From an optimization exercise on the open Yosys and OpenROAD flow, aimed at small area, a short achievable clock period and few clock cycles; shortcuts taken in it are not production practice. Function was checked by simulation only, so behaviour that the tests miss may differ from the original. Power and IR drop assume default switching activity.

Setup of try-quartz:
// merge_buf
module merge_buf (
    input  wire        clk,
    input  wire        rst,           
    input  wire        req_valid,
    output reg         req_ready,
    input  wire [1:0]  req_op,        
    input  wire [15:0] req_addr,      
    input  wire [63:0] req_wdata,
    input  wire [7:0]  req_wmask,     
    input  wire [7:0]  req_wpar,      
    output reg         rsp_valid,
    output reg  [63:0] rsp_data,
    output reg         rsp_poison,
    output reg         rsp_sbe,
    output reg         mem_en,
    output reg         mem_we,
    output reg  [15:0] mem_addr,
    output wire [71:0] mem_wdata,
    input  wire        mem_gnt,       
    input  wire [71:0] mem_rdata
);
    localparam [1:0] OP_WRITE   = 2'd0;
    localparam [1:0] OP_READ    = 2'd1;
    localparam [1:0] OP_BARRIER = 2'd2;
    localparam [511:0] HCOL = 512'hf8c73e3d3b372f1fe0d0c8c4c2c1b0a8a4a2a1989492918c8a898685837068646261585452514c4a49464543383432312c2a292625231c1a191615130e0d0b07;
    localparam [7:0] POISON_MASK = 8'h03;
    function [7:0] check_bits(input [63:0] d);
        integer i;
        begin
            check_bits = 8'h00;
            for (i = 0; i < 64; i = i + 1)
                if (d[i])
                    check_bits = check_bits ^ HCOL[8*i +: 8];
        end
    endfunction
    function [65:0] decode(input [71:0] cw);
        reg [7:0]  syn;
        reg [63:0] d;
        reg        sbe;
        integer i;
        begin
            syn = check_bits(cw[63:0]) ^ cw[71:64];
            d   = cw[63:0];
            sbe = 1'b0;
            for (i = 0; i < 64; i = i + 1)
                if (syn == HCOL[8*i +: 8]) begin
                    d[i] = ~d[i];
                    sbe  = 1'b1;
                end
            for (i = 0; i < 8; i = i + 1)
                if (syn == (8'h01 << i))
                    sbe = 1'b1;
            decode = {(syn != 8'h00) && !sbe, sbe, d};
        end
    endfunction
  ...
For scale: roughly 1,200 cells after synthesis, roughly 160 flip-flops, roughly 330 I/O pins, about 0.012 mm² of cells after synthesis.
Settings: LEC_CHECK=0, CAP_MARGIN=20, CORE_MARGIN=2, CORE_UTILIZATION=25, SLEW_MARGIN=20; clock period 13.0 ns.
standard.sh (not shown) runs the stock make flow with config.mk's settings and CLKGATE_MAP_FILE= SYNTH_SCRIPT=/design/flow/synth_recipe.tcl, a recipe that flattens the netlist after the stock synthesis.
==> flow/flow/run.sh <==
#!/bin/bash
# Standard layout, with plain buf_1 cells as the port buffers.
set -euo pipefail
bash standard.sh "BUFFER_PORTS_ARGS=-buffer_cell sky130_fd_sc_hd__buf_1" finish > flow_make.log 2>&1
Testbench counts of try-quartz, summed over its fixed seeds: cycles 133,040.
The following lists how try-juniper was set up differently from try-quartz:
- ABC_AREA now 1, previously not set
==> flow/run.sh (new file) <==
#!/bin/bash
# synth_recipe.tcl (not shown) runs the flow's synth.tcl, then flattens the netlist and writes it again
# the make line also repeats each setting of config.mk as NAME=value (left out here)
make -C /OpenROAD-flow-scripts/flow DESIGN_CONFIG=/design/flow/config.mk WORK_HOME=/design/flow/orfs CLKGATE_MAP_FILE= SYNTH_SCRIPT=/design/flow/synth_recipe.tcl finish
removed: flow/flow/run.sh
removed: flow/standard.sh
Notes after the runs:
Count of clock-net buffers in the final layout was lower in the run labelled try-quartz.
Comparing try-quartz and try-juniper, the higher utilization is on try-juniper.
try-juniper against try-quartz: endpoint arrival time on the critical path rose by 1780 ps; slack of the critical path fell by 1770 ps.
### try-juniper -> try-amber
- ABC_AREA removed (was 1)
[summary]
- Per the comparison of try-amber with try-juniper, number of antenna repair diodes -1; clock distribution area overhead in the final layout +0.46 points; final critical-path setup slack +1070 ps; final period utilization -8.2 points; critical path buffer and inverter count -3.
- Looking only at via count of the first global-routing pass, and setting everything else aside, the higher value of try-amber and try-juniper goes to try-juniper.
- Going from try-juniper to try-amber, the XOR/XNOR share of the synthesized area was found to have gone up by 13 points.
- try-amber vs try-juniper: growth of design area from synthesis to finish up in try-amber
- try-amber ends up with a part of the power in the clock network that is 6.9 points lower than in try-juniper.
- When the final numbers for try-amber and try-juniper were put side by side, the sequential share of layout area turned out to be smaller in try-juniper.
Input-level comparison between try-sierra and try-amber:
==> flow/flow/run.sh (new file) <==
#!/bin/bash
# Standard layout, with plain buf_1 cells as the port buffers and timing repair aimed
# 6.5 ns below the clock period.
set -euo pipefail
bash standard.sh "BUFFER_PORTS_ARGS=-buffer_cell sky130_fd_sc_hd__buf_1" "SETUP_SLACK_MARGIN=6.5" finish > flow_make.log 2>&1
==> flow/standard.sh (new file) <==
#!/bin/bash
# synth_recipe.tcl (not shown) runs the flow's synth.tcl, then flattens the netlist and writes it again
# the make line also repeats each setting of config.mk as NAME=value (left out here)
make -C /OpenROAD-flow-scripts/flow DESIGN_CONFIG=/design/flow/config.mk WORK_HOME=/design/flow/orfs CLKGATE_MAP_FILE= SYNTH_SCRIPT=/design/flow/synth_recipe.tcl "${@:-finish}"
removed: flow/run.sh
Results
[try-sierra] shortest clock period the worst path allows after layout fell 1160 ps relative to try-amber
Across both runs, share of the clock period used by the worst path after layout was lower for try-sierra than for try-amber.
In try-sierra, the clock network power came out about 1% below the value in try-amber.
Diff try-amber..try-sierra | overall die area | unchanged
try-sierra against try-amber: total instance count after detailed placement has remained practically unchanged, critical path depth went up by 2.

==> what the ideal ports hide <==
In the flow no input, the clock included, has a driving cell. The finished layouts below were timed again as built, in two steps.
Step 1 (the two cells are an assumption about what drives the block):
set clk [get_ports {clk}]
set_driving_cell -lib_cell sky130_fd_sc_hd__clkbuf_16 $clk
set_driving_cell -lib_cell sky130_fd_sc_hd__buf_2 [delete_from_list [all_inputs] $clk]
Step 2 times the ports against the registers' clock, not the clock port: input delays grow and output delays shrink by t, the midpoint of the rising clock arrivals with the driver on.
a / b / c = no drivers / after step 1 / after step 2; a / b = the first two.
run	t, ns	setup WS [ns]	clock arrival spread, ns	slew at the worst register clock pin (ns)	cell pins on the clock port's net
try-quartz	0.542	5.995 / 5.976 / 5.845	0.018 / 0.018	0.08 / 0.08	1
try-juniper	0.494	4.220 / 4.168 / 4.168	0.014 / 0.014	0.08 / 0.08	1
try-amber	0.522	5.287 / 5.267 / 5.267	0.013 / 0.013	0.07 / 0.07	1
try-sierra	0.543	6.446 / 6.407 / 6.054	0.018 / 0.018	0.08 / 0.08	1
After both steps every run listed still meets setup and hold. The setup slack of try-sierra, which loses most, moves by -0.039 ns with the drivers and by -0.392 ns with both steps.
